What follows belongs to an exercise in optimizing a design on an open flow for small area; a production flow would make more cautious choices.
Function was checked by simulation only, so behaviour that the tests miss may differ from the original.

`design.v`:
```
`default_nettype none
module scl_energy (
    input  wire        clk,
    input  wire        rst,               
    input  wire [31:0] cfg_up_thr,        
    input  wire [31:0] cfg_dn_thr,        
    input  wire [16:0] cfg_r_cable,       
    input  wire [8:0]  cfg_i_start,       
    input  wire        in_valid,
    output wire        in_ready,
    input  wire        in_tick,
    input  wire [31:0] in_v,
    input  wire [31:0] in_ih,
    input  wire [31:0] in_il,
    input  wire        in_ovr_v,
    input  wire        in_ovr_ih,
    input  wire        in_ovr_il,
    input  wire        in_lost_v,
    input  wire        in_lost_ih,
    input  wire        in_lost_il,
    output reg         out_valid,
    output reg  [63:0] out_e_imp,
    output reg  [63:0] out_e_exp,
    output reg  [3:0]  out_flags,         
    output reg         out_dir,
    output reg         out_range_low,
    output reg         out_lock,
    output reg  [15:0] out_range_sw
);
    localparam [10:0] SW_LOW_COUNT = 11'd1600;
    localparam [19:0] ONE_MILLION  = 20'd1000000;
    localparam integer HW = 71;                       
    localparam [2:0] ST_IDLE  = 3'd0,
                     ST_RANGE = 3'd1,
                     ST_MUL   = 3'd2,
                     ST_TERM  = 3'd3,
                     ST_ACC   = 3'd4,
                     ST_TSUM  = 3'd5,
                     ST_DIV   = 3'd6,
                     ST_TFIN  = 3'd7;
    reg [2:0] state;
    assign in_ready = (state == ST_IDLE);
    reg signed [31:0] s_v, s_ih, s_il;
    reg               s_ovr_v, s_ovr_ih, s_ovr_il;
    reg               s_lost_v, s_lost_ih, s_lost_il;
    reg        range_low;
    reg [10:0] low_cnt;
    reg [15:0] range_sw;
    reg        lock;
    reg        dir;
    reg signed [103:0] acc;          
    reg        [52:0]  carry;        
    reg signed [41:0]  isum;         
    reg        [10:0]  nsamp;        
    reg                f_gap, f_ovr, f_low;
    reg signed [31:0]  p_v, p_i;
    reg                p_gap;
    reg signed [63:0]  m_vi;
    reg        [62:0]  m_ii;
    reg signed [91:0]  term;
    reg signed [103:0] tsum;
    reg                t_creep;
    reg                t_neg;
    reg        [HW-1:0] div_q;       
    reg        [19:0]   div_r;       
    reg        [6:0]    div_cnt;
    wire signed [31:0] vq = s_lost_v  ? 32'sd0 : s_v;
    wire signed [31:0] hq = s_lost_ih ? 32'sd0 : s_ih;
    wire signed [31:0] lq = s_lost_il ? 32'sd0 : s_il;
    wire        [31:0] abs_l = lq[31] ? (~lq + 32'd1) : lq;
    wire               lock_n = lock | s_lost_il;
    wire to_high = range_low && (lock_n || s_ovr_il || (abs_l > cfg_up_thr));
    wire low_a   = range_low && !to_high;
    wire below   = !lock_n && (abs_l < cfg_dn_thr);
    wire to_low  = !low_a && below && (low_cnt == SW_LOW_COUNT - 11'd1);
    wire signed [31:0] i_sel = low_a ? lq : hq;
    wire signed [63:0] ii_full    = p_i * p_i;
    wire signed [83:0] vi_scaled  = m_vi * $signed(84'd1000000);
    wire        [79:0] iir        = m_ii * cfg_r_cable;
    wire signed [84:0] diff       = $signed({vi_scaled[83], vi_scaled}) - $signed({5'd0, iir});
    wire signed [91:0] term_n     = diff * $signed(92'd125);
    wire signed [103:0] sum_n     = acc + $signed({51'd0, carry});
    wire        [41:0]  abs_isum  = isum[41] ? (~isum + 42'd1) : isum;
    wire        [51:0]  lhs_creep = abs_isum * 10'd1000;
    wire        [19:0]  istart_n  = cfg_i_start * nsamp;
    wire        [51:0]  rhs_creep = {16'd0, istart_n, 16'd0};
    wire                creep_n   = (nsamp != 11'd0) && (lhs_creep < rhs_creep);
    wire signed [HW-1:0] h_val    = tsum[103:33];
    wire        [HW-1:0] h_mag    = h_val[HW-1] ? ~h_val : h_val;
    wire        [20:0]   r_shift  = {div_r, div_q[HW-1]};
    wire                 r_ge     = (r_shift >= {1'b0, ONE_MILLION});
    wire        [20:0]   r_sub    = r_shift - {1'b0, ONE_MILLION};
    wire        [HW-1:0] q_mag    = div_q;
    wire        [19:0]   r_fin    = t_neg ? (ONE_MILLION - 20'd1 - div_r) : div_r;
    wire        [HW-1:0] q_pos    = t_neg ? (q_mag + 1'b1) : q_mag;    
    wire                 q_zero   = !t_neg && (q_mag == {HW{1'b0}});
    always @(posedge clk) begin
        if (rst) begin
            state         <= ST_IDLE;
            range_low     <= 1'b0;
            low_cnt       <= 11'd0;
            range_sw      <= 16'd0;
            lock          <= 1'b0;
            dir           <= 1'b0;
            acc           <= 104'sd0;
            carry         <= 53'd0;
            isum          <= 42'sd0;
            nsamp         <= 11'd0;
            f_gap         <= 1'b0;
            f_ovr         <= 1'b0;
            f_low         <= 1'b0;
            out_valid     <= 1'b0;
            out_e_imp     <= 64'd0;
            out_e_exp     <= 64'd0;
            out_flags     <= 4'd0;
            out_dir       <= 1'b0;
            out_range_low <= 1'b0;
            out_lock      <= 1'b0;
            out_range_sw  <= 16'd0;
        end else begin
            out_valid <= 1'b0;
            case (state)
            ST_IDLE: begin
                if (in_valid) begin
                    if (in_tick) begin
                        state <= ST_TSUM;
                    end else begin
                        s_v       <= in_v;
                        s_ih      <= in_ih;
                        s_il      <= in_il;
                        s_ovr_v   <= in_ovr_v;
                        s_ovr_ih  <= in_ovr_ih;
                        s_ovr_il  <= in_ovr_il;
                        s_lost_v  <= in_lost_v;
                        s_lost_ih <= in_lost_ih;
                        s_lost_il <= in_lost_il;
                        state     <= ST_RANGE;
                    end
                end
            end
            ST_RANGE: begin
                lock <= lock_n;
                if (to_low) begin
                    range_low <= 1'b1;
                    low_cnt   <= 11'd0;
                end else if (to_high) begin
                    range_low <= 1'b0;
                    low_cnt   <= below ? 11'd1 : 11'd0;
                end else if (!low_a) begin
                    low_cnt   <= below ? (low_cnt + 11'd1) : 11'd0;
                end
                if (to_low && to_high)
                    range_sw <= range_sw + 16'd2;
                else if (to_low || to_high)
                    range_sw <= range_sw + 16'd1;
                isum  <= isum + {{10{i_sel[31]}}, i_sel};
                nsamp <= nsamp + 11'd1;
                if (low_a)
                    f_low <= 1'b1;
                if (s_lost_v || s_lost_ih)
                    f_gap <= 1'b1;
                if ((s_ovr_v && !s_lost_v) || (s_ovr_ih && !s_lost_ih))
                    f_ovr <= 1'b1;
                p_v   <= vq;
                p_i   <= i_sel;
                p_gap <= s_lost_v || s_lost_ih;
                state <= ST_MUL;
            end
            ST_MUL: begin
                m_vi  <= p_v * p_i;
                m_ii  <= ii_full[62:0];
                state <= ST_TERM;
            end
            ST_TERM: begin
                term  <= term_n;
                state <= ST_ACC;
            end
            ST_ACC: begin
                if (!p_gap)
                    acc <= acc + {{12{term[91]}}, term};
                state <= ST_IDLE;
            end
            ST_TSUM: begin
                tsum    <= sum_n;
                t_creep <= creep_n;
                state   <= ST_DIV;
                div_cnt <= 7'd0;
                div_r   <= 20'd0;
            end
            ST_DIV: begin
                if (div_cnt == 7'd0) begin
                    t_neg <= h_val[HW-1];
                    div_q <= h_mag;
                    div_cnt <= 7'd1;
                end else begin
                    div_r   <= r_ge ? r_sub[19:0] : r_shift[19:0];
                    div_q   <= {div_q[HW-2:0], r_ge};
                    div_cnt <= div_cnt + 7'd1;
                    if (div_cnt == 7'd71)
                        state <= ST_TFIN;
                end
            end
            ST_TFIN: begin
                out_valid     <= 1'b1;
                out_e_imp     <= 64'd0;
                out_e_exp     <= 64'd0;
                out_flags     <= {f_low, t_creep, f_ovr, f_gap};
                out_range_low <= range_low;
                out_lock      <= lock;
                out_range_sw  <= range_sw;
                if (t_creep) begin
                    carry   <= 53'd0;
                    out_dir <= dir;
                end else begin
                    carry <= {r_fin, tsum[32:0]};
                    if (t_neg) begin
                        out_e_exp <= q_pos[63:0];
                        dir       <= 1'b1;
                        out_dir   <= 1'b1;
                    end else if (!q_zero) begin
                        out_e_imp <= q_mag[63:0];
                        dir       <= 1'b0;
                        out_dir   <= 1'b0;
                    end else begin
                        out_dir   <= dir;
                    end
                end
                acc   <= 104'sd0;
                isum  <= 42'sd0;
                nsamp <= 11'd0;
                f_gap <= 1'b0;
                f_ovr <= 1'b0;
                f_low <= 1'b0;
                state <= ST_IDLE;
            end
            default: state <= ST_IDLE;
            endcase
        end
    end
endmodule
`default_nettype wire
```
`run.sh`:
```
#!/bin/bash
# synth_recipe.tcl (not shown) runs the flow's synth.tcl, then flattens the netlist and writes it again
# the make line also repeats each setting of config.mk as NAME=value (left out here)
make -C /OpenROAD-flow-scripts/flow DESIGN_CONFIG=/design/flow/config.mk WORK_HOME=/design/flow/orfs CLKGATE_MAP_FILE= SYNTH_SCRIPT=/design/flow/synth_recipe.tcl finish
```
`config.mk`:
```
export PLATFORM = sky130hd
export DESIGN_NAME = scl_energy
export DESIGN_NICKNAME = scl_energy
export VERILOG_FILES = /design/flow/design.v
export SDC_FILE = /design/flow/constraint.sdc
export NUM_CORES = 4
export LEC_CHECK = 0
export CAP_MARGIN = 20
export CORE_MARGIN = 2
export CORE_UTILIZATION = 40
export SLEW_MARGIN = 20
```
`constraint.sdc`:
```
create_clock -name core_clock -period 20.0 [get_ports {clk}]
set_input_delay 4.0000 -clock core_clock [delete_from_list [all_inputs] [get_ports {clk}]]
set_output_delay 4.0000 -clock core_clock [all_outputs]
set_load 0.01 [all_outputs]
```
==> notes.md <==
==> metal layers <==
layer,part of all wire,GRT usage
met5,0.00029,0
met4,0.046,0.0858
met3,0.067,0.0399
met2,0.45,0.368
met1,0.43,0.306
==> flip-flops by register name, indices dropped and copies added (netlist names), 20 cells and up <==
name	count
s_v	32
s_ih	32
div_r	20
p_v	32
carry	53
tsum	104
acc	104
m_vi	64
div_q	71
s_il	32
m_ii	62
term	92
out_e_imp	64
isum	42
p_i	32
out_e_exp	64
==> logic make-up after synthesis <==
group | after synthesis
buffers and inverters | 5769
adders and majority gates | 5488
and+or+nand+nor | 5190
AOI/OAI and AO/OA | 2791
xor gates and xnor gates | 1026
DFF | 986
muxes | 12
other | 2
==> metrics by stage <==
step | utilization | area, sq um | worst slack (ns)
floorplan | - | 196000 | 2.87
global placement | 0.422 | 207000 | 0.657
detailed placement | 0.422 | 207000 | 0.596
CTS | 0.430 | 210000 | 1.54
global route | 0.430 | 210000 | 0.676
finish | 0.430 | 211000 | 1.27
==> worst min-delay path by stage <==
stage	startpoint	end	cells past startpoint
detailed placement	tsum[1]$_DFFE_PP_	carry[1]$_SDFFE_PP0P_	2
global placement	tsum[1]$_DFFE_PP_	carry[1]$_SDFFE_PP0P_	2
CTS	tsum[30]$_DFFE_PP_	carry[30]$_SDFFE_PP0P_	1
global route	range_sw[13]$_SDFFE_PP0P_	out_range_sw[13]$_SDFFE_PP0P_	2
floorplan	tsum[1]$_DFFE_PP_	carry[1]$_SDFFE_PP0P_	2
finish	range_sw[13]$_SDFFE_PP0P_	out_range_sw[13]$_SDFFE_PP0P_	2
==> area by class of cell <==
type,instances,share of cell area
tap,6475,0.0385
multi-input combinational,14500,0.708
sequential,986,0.122
inverter,4892,0.0872
antenna,17,0.000202
clock buffer,159,0.0158
clock inverter,56,0.00287
timing repair buffer,585,0.0255
==> synth_stat cells, types with 18 or more instances <==
cell type / count / area (sq um)
xor2_1: 388 / 3400
nor4_1: 49 / 307
and3_1: 102 / 638
nand2_1: 2578 / 9680
a22o_1: 133 / 1160
inv_1: 4885 / 18300
xnor2_1: 627 / 5490
a22oi_1: 39 / 293
nand3_1: 209 / 1050
o31a_1: 21 / 184
nor2_1: 601 / 2260
a21oi_1: 776 / 3880
a21o_1: 432 / 3240
clkbuf_1: 839 / 3150
a31oi_1: 83 / 519
nor3_1: 124 / 621
fa_1: 3831 / 76700
ha_1: 1646 / 20600
or2_2: 24 / 150
a211oi_1: 61 / 458
o21ai_1: 39 / 195
o21a_1: 117 / 878
nor2b_1: 134 / 838
a41oi_1: 20 / 175
dfxtp_1: 397 / 7950
edfxtp_1: 589 / 17700
or3_1: 44 / 275
o21ai_0: 601 / 3010
and4_1: 26 / 228
buf_1: 27 / 101
o21bai_1: 128 / 961
o211ai_1: 42 / 315
nand4_1: 182 / 1140
a21boi_0: 35 / 263
nand2b_1: 178 / 1110
o31ai_1: 52 / 390
a211o_1: 27 / 236
a2111oi_0: 18 / 158
and2_1: 859 / 5370
==> worst max-delay path: cells and delay by family <==
family          cells  cell delay, ns
simple gates       11            2.25
compound gates     14            4.02
buf+inv            12            1.85
xor+xnor            3            0.90
fa+ha+maj          13            6.28
==> cell usage in the layout, fill, tap and decap left out, drive strengths merged, types with 42 or more instances in the layout <==
cell / n
clkdlybuf4s50: 330
a31oi: 83
o21bai: 128
ha: 1646
nand4: 183
clkbuf: 159
nand3: 209
o21ai: 643
xor2: 393
fa: 3831
and3: 102
nor4: 51
nor3: 126
inv: 4899
o31ai: 55
a22o: 133
nand2: 2579
nor2b: 134
nor2: 602
edfxtp: 589
or3: 44
a211oi: 62
xnor2: 633
and2: 860
o21a: 118
nand2b: 178
dfxtp: 397
a21o: 432
buf: 255
a21oi: 777
o211ai: 42
==> flow_metrics.py <==
metrics = {
    "synthesis": {
        "synth_compound_area_frac": 0.0916,
        "yosysWarnings": 1,
        "synthMuxAreaShare": 0.000638,
        "synth-seq-cells": 986,
        "synth-edff-count": 589,
        "syn_area_per_cell_sq_um": 9.23,
        "yosys.area_share.simple": 0.124,
        "syn_area_sq_um": 196000,
        "ys_types": 117,
        "synthXorXnorAreaFrac": 0.0463,
        "synth_flop_cell": "edfxtp_1",
        "yosysSeqAreaShare": 0.131,
        "synth_top_family_by_area": "adder cells",
        "synthCells": 21300,
        "synthArstFlopShare": 0,
        "synth-adder-area-share": 0.496,
    },
    "finish": {
        "stdcell_count": 27700,
        "drive_gt1_frac": 0.0272,
        "syn_to_final_growth_pct": 7.28,
        "multi_input_area_sq_um": 149000,
        "n_fill_cell": 47900,
        "nets": 26800,
        "regArea_sq_um": 25600,
    },
    "clock_network": {
        "ctsResizeCount": 0,
        "numCtsBuffers": 119,
        "clock_sinks": 986,
        "post_cts_buffers": 0,
        "clk_pin_slew_worst_paths_ns": 0.06,
        "postCtsHoldBufs": 0,
        "cts.htree.levels": 3,
        "cts_tree": "yes",
        "clk_latency_ns": 0.95,
        "cts_buffer_depth": 4,
        "clockRootBuffer": "clkbuf_16",
    },
    "setup_path": {
        "reg2reg_to": "term[89]$_DFFE_PP_",
        "end_kind": "register",
        "slowest_stage": "o41ai_2",
        "worst_path_most_repeated_cell": "fa_1",
        "cpPeakStageDelay_ns": 0.88,
        "worstPathArrival_ns": 19.36,
        "timing.rr.start": "m_ii[14]$_DFFE_PP_",
        "required_ns": 20.63,
        "startpoint_type": "primary input",
        "cp_max_fo": 32,
        "rr_worst_depth": 51,
        "worstSetupPathType": "in -> reg",
        "crit_path_start": "cfg_r_cable[3]",
        "crit_end": "term[89]$_DFFE_PP_",
        "rrSetupSlack_ns": 4.49,
    },
    "global_route": {
        "grt_pass1_wl_um": 883000,
        "grtUsageTotal": 0.228,
        "grt_pass1_vias": 150000,
        "antenna_found_initial": 34,
        "grt_overflow": 0,
        "grt_start_max_net_pins": 175,
    },
    "routing": {
        "vias": 142000,
        "wl_um": 564000,
        "drt-initial-drc-count": 9833,
        "viasPerCell": 5.14,
        "drt-pass1-iter-count": 8,
        "drtAntennaViolNets": 0,
        "drc": 0,
        "avgRoutedWirePerCell_um": 20.4,
    },
    "timing": {
        "rsz0062_at_grt": "false",
        "setup_tns_ns": 0,
        "finClkSkew_ns": 0.142,
        "final-setup-viol-count": 0,
        "finalHoldViolCount": 0,
        "slew_headroom": 0.184,
        "max_freq_mhz": 53.4,
        "holdWs_ns": 0.431,
        "timing.final.crit_share": 0.937,
        "fin_crit_ns": 18.73,
        "tightest_slew_ns": 1.21,
        "finalMaxSlewViolations": 0,
    },
    "worst_hold_path": {
        "hp-class": "reg -> reg",
    },
    "status": {
        "status": "timing/DRC/antenna clean",
    },
    "place": {
        "hpwl_um": 460000,
        "dp_cells": 27500,
        "routabilityCongestion": 0.967,
        "port_buffers": 348,
    },
    "die": {
        "fp.dieArea_sq_um": 496000,
        "die_height_um": 704,
        "coreArea_sq_um": 489000,
        "die_w_um": 704,
        "rows": 257,
        "pin_count": 349,
        "initial_utilization": 0.401,
    },
    "run": {
        "drv_cap": 0,
    },
}

-- afterwards: timing with drivers on the ports --
No port has a modelled driver above. Below, the same layout with a new extraction and two added sets of constraints.
Step 1 (the two cells are an assumption about what drives the block):
set clk [get_ports {clk}]
set_driving_cell -lib_cell sky130_fd_sc_hd__clkbuf_16 $clk
set_driving_cell -lib_cell sky130_fd_sc_hd__buf_2 [delete_from_list [all_inputs] $clk]
Step 2, shift: input delay + t, output delay - t, t = (earliest + latest rising clock arrival at the registers) / 2. This alone moves slack from input paths to output paths.
Three values: no drivers, after step 1, after step 2; two values: the first two.
shift t [ns]: 0.996
setup WS [ns]: 1.269 / 1.359 / 0.363
worst slew at a driven data input, ns: 0.29
After both steps setup and hold are still met in this run. The setup slack of this run moves by +0.090 ns with the drivers and by -0.906 ns with both steps.
